Context: an optimization exercise on an open-source flow, tuned for small area. The choices shown serve that exercise and are no tape-out recipe.
Only simulation tests tie the RTL to the original design; equivalence was not proved.

// stitch_decode
module stitch_decode (
    input  wire        clk,
    input  wire        rst,
    input  wire [63:0] cfg_desc_a,
    input  wire [63:0] cfg_desc_b,
    input  wire [23:0] cfg_tcorr,
    input  wire [11:0] cfg_phase,
    input  wire [8:0]  cfg_port,
    input  wire [55:0] frame_start,
    input  wire [28:0] frame_len,
    input  wire        cast_on,
    input  wire        in_valid,
    input  wire [1:0]  in_sync,
    input  wire [63:0] in_payload,
    input  wire [51:0] in_arrival,
    input  wire        in_skip1,
    output wire        out_hit1_valid,
    output wire [63:0] out_hit1_word,
    output wire        out_hit2_valid,
    output wire [63:0] out_hit2_word,
    output reg  [28:0] out_ptime,
    output wire        out_close,
    output wire        out_close_hit2,
    output wire        out_sync_err,
    output wire        out_crc_err,
    output wire        out_unknown,
    output wire [1:0]  out_order,
    output wire [1:0]  out_gap,
    output wire [1:0]  out_badchan,
    output reg         out_desc_invalid
);
export LEC_CHECK = 0
export ABC_AREA = 1
export CAP_MARGIN = 10
export CORE_MARGIN = 2
export CORE_UTILIZATION = 50
export CTS_BUF_LIST = sky130_fd_sc_hd__clkbuf_8 sky130_fd_sc_hd__clkbuf_16
export CTS_CLUSTER_DIAMETER = 100
export CTS_CLUSTER_SIZE = 24
export GPL_TIMING_DRIVEN = 0
export SLEW_MARGIN = 10
create_clock -name core_clock -period 25.0 [get_ports {clk}]
standard.sh (not shown) runs the stock make flow with config.mk's settings and CLKGATE_MAP_FILE= SYNTH_SCRIPT=/design/flow/synth_recipe.tcl, a recipe that flattens the netlist after the stock synthesis.
==> flow/flow/run.sh <==
#!/bin/bash
# The standard layout (standard.sh) with two changes:
#  - synthesis maps the logic with an area-oriented ABC script
#    (flow/abc_synth.tcl wraps synth_recipe.tcl; registers are untouched)
#  - ports are buffered by sky130_fd_sc_hd__buf_1
set -euo pipefail
here=$(pwd)
sed "s#SYNTH_SCRIPT=[^ ]*synth_recipe.tcl#SYNTH_SCRIPT=$here/flow/abc_synth.tcl#" standard.sh > my_standard.sh
grep -q "SYNTH_SCRIPT=$here/flow/abc_synth.tcl" my_standard.sh
export BUFFER_PORTS_ARGS="-buffer_cell sky130_fd_sc_hd__buf_1"
bash my_standard.sh > standard.log 2>&1
==> flow/flow/abc_area_min.script <==
strash; &get -n; &st; &dch; &nf -a; &put; topo; stime -c; buffer -c; upsize -c; dnsize -c
==> flow/flow/abc_synth.tcl <==
# The standard flow's synthesis (synth_recipe.tcl, beside this flow's folder), with ABC
# mapping the logic by the area-oriented script abc_area_min.script
set flow_dir [file dirname [file normalize [info script]]]
proc abc {args} {
  global flow_dir
  set i [lsearch -exact $args -script]
  if { $i >= 0 } { lset args [expr {$i + 1}] $flow_dir/abc_area_min.script }
  yosys abc {*}$args
}
source [file dirname $flow_dir]/synth_recipe.tcl
The first run finished with timing, DRC and antenna clean.
Rerun with:
CAP_MARGIN = 20   (was 10)
GPL_TIMING_DRIVEN = not set   (was 0)
SLEW_MARGIN = 20   (was 10)
Result: The changed run ran to the end with no violations; non-clock buffer count shrinks by 212; synthesized cell count stays the same; worst setup slack is better by 0.45 ns; wire length shrinks by 12%; cell area shrinks by 1.5%; critical path depth shrinks by 6.

Starting RTL as in the previous note.
// stitch_decode
module stitch_decode (
    input  wire        clk,
    input  wire        rst,
    input  wire [63:0] cfg_desc_a,
    input  wire [63:0] cfg_desc_b,
    input  wire [23:0] cfg_tcorr,
    input  wire [11:0] cfg_phase,
    input  wire [8:0]  cfg_port,
    input  wire [55:0] frame_start,
    input  wire [28:0] frame_len,
    input  wire        cast_on,
    input  wire        in_valid,
    input  wire [1:0]  in_sync,
    input  wire [63:0] in_payload,
    input  wire [51:0] in_arrival,
    input  wire        in_skip1,
    output wire        out_hit1_valid,
    output wire [63:0] out_hit1_word,
    output wire        out_hit2_valid,
    output wire [63:0] out_hit2_word,
    output reg  [28:0] out_ptime,
    output wire        out_close,
    output wire        out_close_hit2,
    output wire        out_sync_err,
    output wire        out_crc_err,
    output wire        out_unknown,
    output wire [1:0]  out_order,
    output wire [1:0]  out_gap,
    output wire [1:0]  out_badchan,
    output reg         out_desc_invalid
);
    function [63:0] shr;
        input [63:0] x;
        input [5:0]  s;
        integer k, j;
        reg [63:0] y;
        begin
            y = x;
  ...
==> flow/config.mk <==
export PLATFORM = sky130hd
export DESIGN_NAME = stitch_decode
export DESIGN_NICKNAME = stitch_decode
export VERILOG_FILES = /design/flow/design.v
export SDC_FILE = /design/flow/constraint.sdc
export NUM_CORES = 4
export LEC_CHECK = 0
export ABC_AREA = 1
export CAP_MARGIN = 20
export CORE_MARGIN = 2
export CORE_UTILIZATION = 50
export CTS_BUF_LIST = sky130_fd_sc_hd__clkbuf_4 sky130_fd_sc_hd__clkbuf_8
export SLEW_MARGIN = 20
==> flow/constraint.sdc <==
create_clock -name core_clock -period 25.0 [get_ports {clk}]
set_input_delay 5.0000 -clock core_clock [delete_from_list [all_inputs] [get_ports {clk}]]
set_output_delay 5.0000 -clock core_clock [all_outputs]
set_load 0.01 [all_outputs]
==> flow/flow/abc_area_min.script <==
strash; &get -n; &st; &dch; &nf -a; &put; topo; stime -c; dnsize -c
Scripts as last shown in full above: flow/flow/run.sh, flow/flow/abc_synth.tcl
Change:
==> flow/flow/abc_area_min.script (replaced) <==
strash; &get -n; &st; &dch; &nf -a; &put; topo; stime -c; buffer -c; upsize -c; dnsize -c
The new run produced a clean layout.
Register-to-register slack gains 0.18 ns.
Worst hold slack is about the same.
Sequential share of layout area hardly moves.
Final cell count climbs slightly.

== v50 ==
Another version of the RTL of stitch_decode (not shown whole).
Size in the first run: about 4500 cells after synthesis, roughly 660 flip-flops.
==> flow/config.mk <==
export PLATFORM = sky130hd
export DESIGN_NAME = stitch_decode
export DESIGN_NICKNAME = stitch_decode
export VERILOG_FILES = /design/flow/design.v
export SDC_FILE = /design/flow/constraint.sdc
export NUM_CORES = 4
export LEC_CHECK = 0
export ABC_AREA = 1
export CAP_MARGIN = 20
export CORE_MARGIN = 2
export CORE_UTILIZATION = 60
export CTS_BUF_LIST = sky130_fd_sc_hd__clkbuf_8 sky130_fd_sc_hd__clkbuf_16
export CTS_CLUSTER_DIAMETER = 100
export CTS_CLUSTER_SIZE = 24
export PLACE_DENSITY = 0.85
export SLEW_MARGIN = 20
==> flow/constraint.sdc <==
create_clock -name core_clock -period 25.0 [get_ports {clk}]
set_input_delay 5.0000 -clock core_clock [delete_from_list [all_inputs] [get_ports {clk}]]
set_output_delay 5.0000 -clock core_clock [all_outputs]
set_load 0.01 [all_outputs]
==> flow/flow/abc_area_min.script <==
strash; &get -n; &st; &dch; &nf -a; &put; topo; stime -c; buffer -c; upsize -c; dnsize -c
Scripts as last shown in full above: flow/flow/run.sh, flow/flow/abc_synth.tcl
Input-level comparison between v15 and v50:
# v50
export LEC_CHECK = 0
export ABC_AREA = 1
export CAP_MARGIN = 20
export CORE_MARGIN = 2
export CORE_UTILIZATION = 60
export CTS_BUF_LIST = sky130_fd_sc_hd__clkbuf_8 sky130_fd_sc_hd__clkbuf_16
export CTS_CLUSTER_DIAMETER = 100
export CTS_CLUSTER_SIZE = 24
export PLACE_DENSITY = 0.85
export SLEW_MARGIN = 20
create_clock -name core_clock -period 25.0 [get_ports {clk}]
# v15
export LEC_CHECK = 0
export ABC_AREA = 1
export CAP_MARGIN = 20
export CORE_MARGIN = 2
export CORE_UTILIZATION = 50
export CTS_BUF_LIST = sky130_fd_sc_hd__clkbuf_8 sky130_fd_sc_hd__clkbuf_16
export CTS_CLUSTER_DIAMETER = 100
export CTS_CLUSTER_SIZE = 24
export SLEW_MARGIN = 20
create_clock -name core_clock -period 25.0 [get_ports {clk}]
Notes after the runs:
- Delta (v15 minus v50): final instance count without filler cells picked up an extra 143; number of clock buffers in the layout picked up an extra 3.
- Per the comparison of v15 with v50, critical-path maximum fanout increased by 21 relative to the old numbers; number of nets at the end of the flow stayed essentially flat.
- The higher die span in y of v15 and v50 is in v15.
- When the final numbers for v15 and v50 were put side by side, the number of well taps turned out to be greater in v15.
- Comparing v15 and v50, sequential share of layout area is higher on v50.
diff inputs: v15 => v33
# v15
export LEC_CHECK = 0
export ABC_AREA = 1
export CAP_MARGIN = 20
export CORE_MARGIN = 2
export CORE_UTILIZATION = 50
export CTS_BUF_LIST = sky130_fd_sc_hd__clkbuf_8 sky130_fd_sc_hd__clkbuf_16
export CTS_CLUSTER_DIAMETER = 100
export CTS_CLUSTER_SIZE = 24
export SLEW_MARGIN = 20
create_clock -name core_clock -period 25.0 [get_ports {clk}]
# v33
export LEC_CHECK = 0
export ABC_AREA = 1
export CAP_MARGIN = 20
export CORE_MARGIN = 2
export CORE_UTILIZATION = 60
export CTS_BUF_LIST = sky130_fd_sc_hd__clkbuf_8 sky130_fd_sc_hd__clkbuf_16
export CTS_CLUSTER_DIAMETER = 100
export CTS_CLUSTER_SIZE = 24
export SLEW_MARGIN = 20
create_clock -name core_clock -period 25.0 [get_ports {clk}]
Notes after the runs:
Number of signal-net buffers in the layout for v33: 10 down relative to v15
Taking v15 as the reference, in v33 global-route met2 utilization up 6.8 points; summed area of non-filler cells in the final layout lost 0.61%; part of the cycle the worst path needs went up; met3 wire length moved up.
Total length of routed wires (v33 over v15): decrease, 3800 um

[static timing again, ports no longer ideal]
The results above use ideal ports. As a check the final layouts listed here were re-extracted and re-timed, cells and wires unchanged.
Step 1, drivers: a clkbuf_16 drives clk and a buf_2 each remaining input, both assumed.
Step 2, shift: input delay + t, output delay - t, t = (earliest + latest rising clock arrival at the registers) / 2. This alone moves slack from input paths to output paths.
a / b / c = no drivers / after step 1 / after step 2; a / b = the first two.
| run | t (ns) | slack for setup (ns) | worst setup path after step 2 | worst register clock-pin slew, ns |
|---|---|---|---|---|
| the first run of note 1 | 0.659 | 2.844 / 2.844 / 2.844 | register to register | 0.10 / 0.10 |
| the second run of note 1 | 0.645 | 3.291 / 3.291 / 3.291 | register to register | 0.10 / 0.10 |
| the first run of note 2 | 0.794 | 3.116 / 3.116 / 3.116 | register to register | 0.07 / 0.07 |
| the second run of note 2 | 0.788 | 3.293 / 3.293 / 3.293 | register to register | 0.07 / 0.07 |
| v50 | 0.653 | 4.503 / 4.503 / 4.503 | register to register | 0.10 / 0.10 |
| v15 | 0.647 | 5.269 / 5.269 / 5.084 | input to register | 0.10 / 0.10 |
| v33 | 0.643 | 4.873 / 4.873 / 4.612 | input to register | 0.10 / 0.10 |
After both steps setup and hold are still met in every run listed. For v33, which loses most, drivers alone change the setup slack by 0.000 ns; drivers and shift together by -0.261 ns.
